What follows belongs to an exercise in optimizing a design on an open flow for small area, a short achievable clock period and few clock cycles per item; a production flow would make more cautious choices. Only simulation tests tie the RTL to the original design; equivalence was not proved.

==> 05-19: inputs <==
==> flow/design.v (excerpt) <==
module lce_loop (
    input  wire         clk,
    input  wire         rst,
    input  wire         start,
    input  wire         reinit,
    input  wire         load,
    input  wire [31:0]  load_val,
    input  wire [31:0]  y_in,
    input  wire [31:0]  sp_in,
    input  wire         sp_scaled,
    input  wire [31:0]  sp_gain,
    input  wire [4:0]   sp_shift,
    input  wire [31:0]  sp_offset,
    input  wire         ff_en,
    input  wire [31:0]  ff_x,
    input  wire [31:0]  ff_x0,
    input  wire [4:0]   ff_xs,
    input  wire [543:0] ff_y,
    input  wire [31:0]  kp,
    input  wire [31:0]  ki,
    input  wire [31:0]  kd,
    input  wire [31:0]  kf,
    input  wire [4:0]   sh_p,
    input  wire [4:0]   sh_i,
    input  wire [4:0]   sh_d,
    input  wire [4:0]   sh_f,
    input  wire         den,
    input  wire [31:0]  out_min,
    input  wire [31:0]  out_max,
    input  wire [31:0]  slew,
    input  wire [31:0]  i_min,
    input  wire [31:0]  i_max,
    output reg          done,
    output wire [31:0]  u_out,
    output wire [31:0]  i_out,
    output wire [31:0]  e_out,
    output wire [31:0]  sp_out,
    output wire         isat,
    output wire         osat,
    output wire         rsat
);
    localparam [2:0] OP_NONE = 3'd0,
                     OP_SP   = 3'd1,
                     OP_P    = 3'd2,
                     OP_RAW  = 3'd3,
                     OP_FF   = 3'd4,
                     OP_DF   = 3'd5,
                     OP_DI   = 3'd6;
    function [31:0] sat34;
        input [33:0] v;
        begin
            if (v[33] == 1'b0 && v[32:31] != 2'b00)
                sat34 = 32'h7FFF_FFFF;
            else if (v[33] == 1'b1 && v[32:31] != 2'b11)
                sat34 = 32'h8000_0000;
            else
                sat34 = v[31:0];
        end
    endfunction
    function [33:0] sx;
        input [31:0] v;
        begin
            sx = {{2{v[31]}}, v};
        end
    endfunction
    function lt34;
        input [33:0] a;
        input [33:0] b;
        begin
            lt34 = $signed(a) < $signed(b);
        end
    endfunction
    function [29:0] benc;
        input [19:0] d;
        reg   [20:0] x;
        reg   [2:0]  g;
        integer      k;
        begin
            x = {d, 1'b0};
            for (k = 0; k < 10; k = k + 1) begin
                g = x[2*k +: 3];
                benc[k]      = g[0] ^ g[1];
  ...
export LEC_CHECK = 0
export CAP_MARGIN = 20
export CORE_MARGIN = 2
export CORE_UTILIZATION = 40
export SLEW_MARGIN = 20
create_clock -name core_clock -period 38.0 [get_ports {clk}]
standard.sh (not shown) runs the stock make flow with config.mk's settings and CLKGATE_MAP_FILE= SYNTH_SCRIPT=/design/flow/synth_recipe.tcl, a recipe that flattens the netlist after the stock synthesis.
==> flow/flow/run.sh <==
#!/bin/bash
# The standard layout, with plain buf_1 cells (instead of the default delay
# buffers) as the port buffers that buffer_ports inserts on every port.
set -euo pipefail
cd "$(dirname "$0")/.."
bash standard.sh "BUFFER_PORTS_ARGS=-buffer_cell sky130_fd_sc_hd__buf_1" finish > standard.log 2>&1
==> inputs of 08-12, as changes to 05-19 <==
--- a/flow/design.v
+++ b/flow/design.v
@@ -112,18 +112,16 @@
     reg  [4:0]  msh;
     reg  [2:0]  mop;
     reg         mv;         
     reg         pass;       
     reg  [44:0] r1;         
     reg  [63:0] rp;         
-    reg  [3:0]  rsh_n;      
     reg  [3:0]  rsh;        
     reg  [2:0]  xop;        
     reg  [31:0] t_off;      
     reg  [31:0] t_y;        
-    reg  [33:0] t_offy;     
     reg  [31:0] t_fx;       
     reg  [31:0] t_fx0;      
     reg  [4:0]  xs_r;
     reg  [31:0] t_sl;       
     reg  [31:0] t_lo;       
     reg  [31:0] t_hi;       
@@ -131,15 +129,13 @@
     reg  [31:0] ylo;        
     reg  [32:0] yhi;        
     reg  [25:0] fr;         
     reg  [31:0] p_r;        
     reg  [31:0] s_r;        
     reg         dfix;       
-    reg         eretry;     
     reg         r_min, r_max;
-    reg         fit_kp, fit_kd, fit_kf, fit_ki;    
     assign u_out  = u_r;
     assign i_out  = i_r;
     assign e_out  = e_r;
     assign sp_out = sp_r;
     assign isat   = isat_r;
     assign osat   = osat_r;
@@ -206,17 +202,15 @@
                 case (cnt) 4'd2: ld_op = OP_P; 4'd3: ld_op = OP_DI; default: ; endcase
                 c_ire = 4'd5; c_s = 4'd6; c_fin = 4'd7;
             end
         endcase
     end
     wire stall   = mv && mbw && !pass;
-    wire estall  = busy && !stall && e_c1 && f_de && eu_ov;
-    wire adv     = busy && !stall && !estall;
+    wire adv     = busy && !stall;
     wire s_now   = adv && (cnt == c_s);
-    wire ire_sel = (cnt == c_ire);           
-    wire ire_now = adv && ire_sel;
+    wire ire_now = adv && (cnt == c_ire);
     wire fin_now = adv && (cnt == c_fin);
     wire [63:0] m_acc = pass ? {r1, 19'd0} : 64'd0;
     reg  [63:0] m_sum;
     reg  [34:0] b_x;
     reg  [63:0] b_negs;
     integer     bi;
@@ -235,15 +229,13 @@
     reg  [31:0] x_thr;      
     integer     ti;
     always @(*) begin
         for (ti = 0; ti < 32; ti = ti + 1)
             x_thr[ti] = (ti >= {1'b0, rsh});
     end
-    wire [63:0] x_sh_a = $signed(rp) >>> rsh;
-    wire [63:0] x_sh_b = $signed(rp) >>> (~rsh_n);
-    wire [63:0] x_sh  = {x_sh_b[63:17], x_sh_a[16:0]};
+    wire [63:0] x_sh  = $signed(rp) >>> rsh;
     wire [31:0] x_ovm = rp[62:31] ^ {32{rp[63]}};
     wire        x_ov  = |(x_ovm & x_thr);
     wire [31:0] x_q   = !x_ov ? x_sh[31:0] : (rp[63] ? 32'h8000_0000 : 32'h7FFF_FFFF);
     wire        x_ff  = (xop == OP_FF);
     wire [33:0] x_t   = (x_ov && !x_ff) ? (rp[63] ? 34'h3_8000_0000 : 34'h0_7FFF_FFFF) : x_sh[33:0];
     reg  [33:0] xa_b;
@@ -255,28 +247,25 @@
             default: xa_b = sx(ylo);
         endcase
     end
     wire [33:0] xa_s  = x_t + xa_b + {33'd0, (xop == OP_RAW)};
     wire        x_sp   = (xop == OP_SP);
     wire [33:0] spo_s  = xa_s;
-    wire [33:0] spy_s  = x_t + t_offy;
+    wire [33:0] spy_s  = sx(x_q) + sx(t_off) - sx(t_y);
     wire        spo_hi = !spo_s[33] && spo_s[32:31] != 2'b00;
     wire        spo_lo =  spo_s[33] && spo_s[32:31] != 2'b11;
     wire [31:0] e_max  = t_y[31] ? 32'h7FFF_FFFF : {1'b0, ~t_y[30:0]};    
     wire [31:0] e_min  = sat34(34'h3_8000_0000 - sx(t_y));                 
     wire [31:0] e_scl  = spo_hi ? e_max : spo_lo ? e_min : sat34(spy_s);
-    wire [33:0] eu_s   = {ma[32], ma} - sx(t_y);
-    wire [31:0] e_uns  = sat34(eu_s);
-    wire        eu_ov  = (eu_s[33:31] != 3'b000) && (eu_s[33:31] != 3'b111);
-    wire [33:0] deu_s  = {ma[32], ma} - sx(t_y) - sx(ep_r);
+    wire [31:0] e_uns  = sat34({ma[32], ma} - sx(t_y));
     wire [31:0] sp_val = x_sp ? sat34(spo_s) : ma[31:0];
     wire [31:0] e_val  = x_sp ? e_scl : e_uns;
     wire        e_now  = x_sp || (cnt == 4'd1 && !f_sc);
     wire [31:0] e_cur  = e_now ? e_val : e_r;
-    wire        e_c1   = (cnt == 4'd1 && !f_sc && !eretry);
-    wire [31:0] de_val = e_c1 ? sat34(deu_s) : sat34(sx(e_r) - sx(ep_r));
+    wire [31:0] e_dsrc = (cnt == 4'd1 && !f_sc) ? e_uns : e_r;
+    wire [31:0] de_val = sat34(sx(e_dsrc) - sx(ep_r));
     wire [31:0] rd_val = sat34(xa_s);
     wire [33:0] dn_s   = xa_s;
     wire [31:0] dn_val = sat34(dn_s);
     wire [32:0] t_x    = {t_fx[31], t_fx} - {t_fx0[31], t_fx0};
     wire [32:0] t_sh   = t_x >> xs_r;
     wire        t_neg  = t_x[32];
@@ -315,42 +304,19 @@
     wire        o_ltl   = lt34(sx(s_r), sx(t_lo));
     wire        o_gth   = lt34(sx(t_hi), sx(s_r));
     wire        di_pos  = !x_q[31] && (x_q != 32'd0);
     wire        di_neg  = x_q[31];
     wire        i_hold  = ((o_gtmax || o_eqmax || o_eqlim) && di_pos) ||
                           ((o_ltmin || o_eqmin || o_eqlim) && di_neg);
-    wire [34:0] iv_a    = ire_sel ? {u_r[31], sx(u_r)}  : {i_r[31], sx(i_r)};
-    wire [34:0] iv_c    = ire_sel ? ~{ylo[31], sx(ylo)} : 35'd0;
-    wire [34:0] iv_d    = ire_sel ? ~{p_r[31], sx(p_r)} : 35'd0;
-    wire [34:0] iv_q    = ire_sel ? 35'd0 : {x_q[31], sx(x_q)};
-    wire [34:0] iv_mn   = ~{imn[31], sx(imn)};                    
-    wire [34:0] iv_mx   = {imx[31], sx(imx)};
-    wire [34:0] v_s1    = iv_a ^ iv_c ^ iv_d;
-    wire [34:0] v_c1    = {(iv_a[33:0] & iv_c[33:0]) | (iv_a[33:0] & iv_d[33:0]) |
-                           (iv_c[33:0] & iv_d[33:0]), ire_sel};
-    wire [34:0] v_s2    = v_s1 ^ v_c1 ^ iv_q;
-    wire [34:0] v_c2    = {(v_s1[33:0] & v_c1[33:0]) | (v_s1[33:0] & iv_q[33:0]) |
-                           (v_c1[33:0] & iv_q[33:0]), ire_sel};
-    wire [34:0] in_sum  = v_s2 + v_c2;
-    wire [34:0] l_s1    = v_s1 ^ v_c1 ^ iv_mn;
-    wire [34:0] l_c1    = {(v_s1[33:0] & v_c1[33:0]) | (v_s1[33:0] & iv_mn[33:0]) |
-                           (v_c1[33:0] & iv_mn[33:0]), 1'b1};
-    wire [34:0] l_s2    = l_s1 ^ l_c1 ^ iv_q;
-    wire [34:0] l_c2    = {(l_s1[33:0] & l_c1[33:0]) | (l_s1[33:0] & iv_q[33:0]) |
-                           (l_c1[33:0] & iv_q[33:0]), ire_sel};
-    wire [34:0] in_dlo  = l_s2 + l_c2;
-    wire [34:0] w_s     = ~v_s1;                                   
-    wire [34:0] w_c     = ~v_c1;
-    wire [34:0] h_s1    = w_s ^ w_c ^ iv_mx;
-    wire [34:0] h_c1    = {(w_s[33:0] & w_c[33:0]) | (w_s[33:0] & iv_mx[33:0]) |
-                           (w_c[33:0] & iv_mx[33:0]), 1'b1};
-    wire [34:0] h_q     = ~iv_q;
-    wire [34:0] h_s2    = h_s1 ^ h_c1 ^ h_q;
-    wire [34:0] h_c2    = {(h_s1[33:0] & h_c1[33:0]) | (h_s1[33:0] & h_q[33:0]) |
-                           (h_c1[33:0] & h_q[33:0]), 1'b1};
-    wire [34:0] in_dhi  = h_s2 + h_c2 + {34'd0, !ire_sel};
+    wire [34:0] iv_a    = ire_now ? {u_r[31], sx(u_r)}  : {i_r[31], sx(i_r)};
+    wire [34:0] iv_b    = ire_now ? ~{ylo[31], sx(ylo)} : {x_q[31], sx(x_q)};
+    wire [34:0] iv_c    = ire_now ? ~{p_r[31], sx(p_r)} : 35'd0;
+    wire [34:0] iv_k    = ire_now ? 35'd2 : 35'd0;
+    wire [34:0] in_sum  = iv_a + iv_b + iv_c + iv_k;
+    wire [34:0] in_dlo  = iv_a + iv_b + iv_c + iv_k - {imn[31], sx(imn)};
+    wire [34:0] in_dhi  = {imx[31], sx(imx)} - iv_a - iv_b - iv_c - iv_k;
     wire        in_lo   = in_dlo[34];
     wire        in_hi   = in_dhi[34];
     wire [31:0] in_val  = in_lo ? imn : in_hi ? imx : in_sum[31:0];
     wire [33:0] lo2    = sx(u_r) - sx(t_sl);
     wire [33:0] hi2    = sx(u_r) + sx(t_sl);
     wire        mn_gt_hi = lt34(hi2, sx(omn));
@@ -358,45 +324,34 @@
     wire        mx_lt_lo = lt34(sx(omx), lo2);
     wire        mx_gt_hi = lt34(hi2, sx(omx));
     wire [31:0] b_lo   = mn_gt_hi ? hi2[31:0] : mn_lt_lo ? lo2[31:0] : omn;
     wire [31:0] b_hi   = mx_lt_lo ? lo2[31:0] : mx_gt_hi ? hi2[31:0] : omx;
     reg  [32:0] nx_a, nx_b;
     reg  [4:0]  nx_sh;
-    reg         nx_fit;
     always @(*) begin
         case (ld_op)
-            OP_P:    begin nx_a = {e_cur[31], e_cur};   nx_b = {kp[31], kp}; nx_sh = sh_p;
-                           nx_fit = fit_kp; end
-            OP_RAW:  begin nx_a = {de_val[31], de_val}; nx_b = {kd[31], kd}; nx_sh = sh_d;
-                           nx_fit = fit_kd; end
+            OP_P:    begin nx_a = {e_cur[31], e_cur};   nx_b = {kp[31], kp}; nx_sh = sh_p;  end
+            OP_RAW:  begin nx_a = {de_val[31], de_val}; nx_b = {kd[31], kd}; nx_sh = sh_d;  end
             OP_FF:   begin nx_a = (cnt == 4'd2) ? dy_val : yhi;
-                           nx_b = {7'd0, fr};                                nx_sh = xs_r;
-                           nx_fit = (fr[25:19] == 7'd0); end
-            OP_DF:   begin nx_a = {rd_val[31], rd_val}; nx_b = {kf[31], kf}; nx_sh = sh_f;
-                           nx_fit = fit_kf; end
-            default: begin nx_a = {e_cur[31], e_cur};   nx_b = {ki[31], ki}; nx_sh = sh_i;
-                           nx_fit = fit_ki; end
+                           nx_b = {7'd0, fr};                                nx_sh = xs_r;  end
+            OP_DF:   begin nx_a = {rd_val[31], rd_val}; nx_b = {kf[31], kf}; nx_sh = sh_f;  end
+            default: begin nx_a = {e_cur[31], e_cur};   nx_b = {ki[31], ki}; nx_sh = sh_i;  end
         endcase
     end
     wire [32:0] sg_b = {sp_gain[31], sp_gain};
     always @(posedge clk) begin
         t_off  <= sp_offset;
         t_y    <= y_in;
-        t_offy <= sx(t_off) - sx(t_y);
         t_fx   <= ff_x;
         t_fx0  <= ff_x0;
         xs_r   <= ff_xs;
         t_sl   <= slew;
         omn    <= out_min;
         omx    <= out_max;
         imn    <= i_min;
         imx    <= i_max;
-        fit_kp <= fits20({kp[31], kp});
-        fit_kd <= fits20({kd[31], kd});
-        fit_kf <= fits20({kf[31], kf});
-        fit_ki <= fits20({ki[31], ki});
         f_sc   <= sp_scaled;
         f_fe   <= ff_en;
         f_de   <= den && !reinit;
         f_ri   <= reinit;
         t_lo   <= b_lo;
         t_hi   <= b_hi;
@@ -407,13 +362,12 @@
         if (rst) begin
             busy   <= 1'b0;
             cnt    <= 4'd0;
             done   <= 1'b0;
             mv     <= 1'b0;
             pass   <= 1'b0;
-            eretry <= 1'b0;
             dfix   <= 1'b0;
             xop    <= OP_NONE;
             u_r    <= 32'd0;
             i_r    <= 32'd0;
             e_r    <= 32'd0;
             sp_r   <= 32'd0;
@@ -430,46 +384,40 @@
                 mlo    <= sg_b[18:0];
                 mbw    <= !fits20(sg_b);
                 msh    <= sp_shift;
                 mop    <= OP_SP;
                 xop    <= OP_NONE;
                 pass   <= 1'b0;
-                eretry <= 1'b0;
                 dfix   <= 1'b0;
                 if (start) begin
                     busy <= 1'b1;
                     cnt  <= 4'd1;
                     mv   <= sp_scaled;
                 end else if (load) begin
                     u_r <= load_val;
                 end
             end else if (stall) begin
                 r1   <= m_sum[44:0];
                 mbe  <= benc({1'b0, mlo});
                 pass <= 1'b1;
-            end else if (estall) begin
-                sp_r   <= sp_val;
-                e_r    <= e_val;
-                eretry <= 1'b1;
             end else begin
                 cnt  <= cnt + 4'd1;
                 pass <= 1'b0;
                 if (mv) begin
                     rp  <= msh[4] ? {{16{m_sum[63]}}, m_sum[63:16]} : m_sum;
-                    rsh   <= msh[3:0];
-                    rsh_n <= ~msh[3:0];
+                    rsh <= msh[3:0];
                     xop <= mop;
                 end else begin
                     xop <= OP_NONE;
                 end
                 mv <= (ld_op != OP_NONE);
                 if (ld_op != OP_NONE) begin
                     ma  <= nx_a;
-                    mbe <= nx_fit ? benc(nx_b[19:0]) : benc({{6{nx_b[32]}}, nx_b[32:19]});
+                    mbe <= benc0(nx_b);
                     mlo <= nx_b[18:0];
-                    mbw <= !nx_fit;
+                    mbw <= !fits20(nx_b);
                     msh <= nx_sh;
                     mop <= ld_op;
                 end
                 if (cnt == 4'd1) begin
                     ylo   <= f_fe ? t_y0 : 32'd0;
                     yhi   <= f_fe ? {t_y1[31], t_y1} : 33'd0;
==> inputs of 05-23, as changes to 05-19 <==
--- a/flow/design.v
+++ b/flow/design.v
@@ -316,41 +316,18 @@
     wire        o_gth   = lt34(sx(t_hi), sx(s_r));
     wire        di_pos  = !x_q[31] && (x_q != 32'd0);
     wire        di_neg  = x_q[31];
     wire        i_hold  = ((o_gtmax || o_eqmax || o_eqlim) && di_pos) ||
                           ((o_ltmin || o_eqmin || o_eqlim) && di_neg);
     wire [34:0] iv_a    = ire_sel ? {u_r[31], sx(u_r)}  : {i_r[31], sx(i_r)};
-    wire [34:0] iv_c    = ire_sel ? ~{ylo[31], sx(ylo)} : 35'd0;
-    wire [34:0] iv_d    = ire_sel ? ~{p_r[31], sx(p_r)} : 35'd0;
-    wire [34:0] iv_q    = ire_sel ? 35'd0 : {x_q[31], sx(x_q)};
-    wire [34:0] iv_mn   = ~{imn[31], sx(imn)};                    
-    wire [34:0] iv_mx   = {imx[31], sx(imx)};
-    wire [34:0] v_s1    = iv_a ^ iv_c ^ iv_d;
-    wire [34:0] v_c1    = {(iv_a[33:0] & iv_c[33:0]) | (iv_a[33:0] & iv_d[33:0]) |
-                           (iv_c[33:0] & iv_d[33:0]), ire_sel};
-    wire [34:0] v_s2    = v_s1 ^ v_c1 ^ iv_q;
-    wire [34:0] v_c2    = {(v_s1[33:0] & v_c1[33:0]) | (v_s1[33:0] & iv_q[33:0]) |
-                           (v_c1[33:0] & iv_q[33:0]), ire_sel};
-    wire [34:0] in_sum  = v_s2 + v_c2;
-    wire [34:0] l_s1    = v_s1 ^ v_c1 ^ iv_mn;
-    wire [34:0] l_c1    = {(v_s1[33:0] & v_c1[33:0]) | (v_s1[33:0] & iv_mn[33:0]) |
-                           (v_c1[33:0] & iv_mn[33:0]), 1'b1};
-    wire [34:0] l_s2    = l_s1 ^ l_c1 ^ iv_q;
-    wire [34:0] l_c2    = {(l_s1[33:0] & l_c1[33:0]) | (l_s1[33:0] & iv_q[33:0]) |
-                           (l_c1[33:0] & iv_q[33:0]), ire_sel};
-    wire [34:0] in_dlo  = l_s2 + l_c2;
-    wire [34:0] w_s     = ~v_s1;                                   
-    wire [34:0] w_c     = ~v_c1;
-    wire [34:0] h_s1    = w_s ^ w_c ^ iv_mx;
-    wire [34:0] h_c1    = {(w_s[33:0] & w_c[33:0]) | (w_s[33:0] & iv_mx[33:0]) |
-                           (w_c[33:0] & iv_mx[33:0]), 1'b1};
-    wire [34:0] h_q     = ~iv_q;
-    wire [34:0] h_s2    = h_s1 ^ h_c1 ^ h_q;
-    wire [34:0] h_c2    = {(h_s1[33:0] & h_c1[33:0]) | (h_s1[33:0] & h_q[33:0]) |
-                           (h_c1[33:0] & h_q[33:0]), 1'b1};
-    wire [34:0] in_dhi  = h_s2 + h_c2 + {34'd0, !ire_sel};
+    wire [34:0] iv_b    = ire_sel ? ~{ylo[31], sx(ylo)} : {x_q[31], sx(x_q)};
+    wire [34:0] iv_c    = ire_sel ? ~{p_r[31], sx(p_r)} : 35'd0;
+    wire [34:0] iv_k    = ire_sel ? 35'd2 : 35'd0;
+    wire [34:0] in_sum  = iv_a + iv_b + iv_c + iv_k;
+    wire [34:0] in_dlo  = iv_a + iv_b + iv_c + iv_k - {imn[31], sx(imn)};
+    wire [34:0] in_dhi  = {imx[31], sx(imx)} - iv_a - iv_b - iv_c - iv_k;
     wire        in_lo   = in_dlo[34];
     wire        in_hi   = in_dhi[34];
     wire [31:0] in_val  = in_lo ? imn : in_hi ? imx : in_sum[31:0];
     wire [33:0] lo2    = sx(u_r) - sx(t_sl);
     wire [33:0] hi2    = sx(u_r) + sx(t_sl);
     wire        mn_gt_hi = lt34(hi2, sx(omn));
==> impl_metrics.json <==
{
  "synth-compound-area-share": 0.221,
  "floorplan.rows": 191,
  "seq_cells": 971,
  "totalWireLength_um": 547000,
  "clk_latency_ns": 0.91,
  "status": "complete, no violations",
  "die_h_um": 525,
  "cts_buffers": 124,
  "synthMuxAreaShare": 0.0594,
  "worstSetupPathDepth": 29,
  "crit_fanout": 36
}
# the run above: 05-19

==> impl_metrics.json <==
{
  "worstSetupPathDepth": 41,
  "status": "complete, no violations",
  "floorplan.rows": 189,
  "die_h_um": 520,
  "synthMuxAreaShare": 0.0717,
  "seq_cells": 971,
  "crit_fanout": 38,
  "totalWireLength_um": 540000
}
# the run above: 05-23

==> impl_metrics.json <==
{
  "seq_cells": 929,
  "synth-compound-area-share": 0.235,
  "worstSetupPathDepth": 33,
  "synthMuxAreaShare": 0.0518,
  "cts_buffers": 114,
  "totalWireLength_um": 517000,
  "crit_fanout": 56,
  "status": "complete, no violations",
  "die_h_um": 505,
  "floorplan.rows": 183
}
# the run above: 08-12

Testbench counts of 05-19, summed over its fixed seeds: cycles 90,294, items 12,000.
Testbench counts of 08-12, summed over its fixed seeds: cycles 90,195, items 12,000.
Testbench counts of 05-23, summed over its fixed seeds: cycles 90,294, items 12,000.

==> static timing again, ports no longer ideal <==
How much do the figures lean on ideal ports? The routed layouts below were timed once more, with nothing changed but the port constraints. Step 1, drivers: a clkbuf_16 drives clk and a buf_2 each remaining input, both assumed. Step 2 moves the port delays by t, midway between the first and last clock arrival at a register: inputs arrive t later, outputs are due t later. That takes back most of the time a late clock gives input paths. Three values: ideal, step 1, step 2; two values: the first two.
run	t (ns)	setup slack, ns	worst setup path after step 2
05-19	0.986	27.710 / 27.710 / 26.957	input to register
08-12	0.903	26.662 / 26.662 / 26.662	register to register
05-23	1.001	26.637 / 26.637 / 26.637	register to register
After both steps every run listed still meets setup and hold. The setup slack of 05-19, which loses most, moves by 0.000 ns with the drivers and by -0.753 ns with both steps.
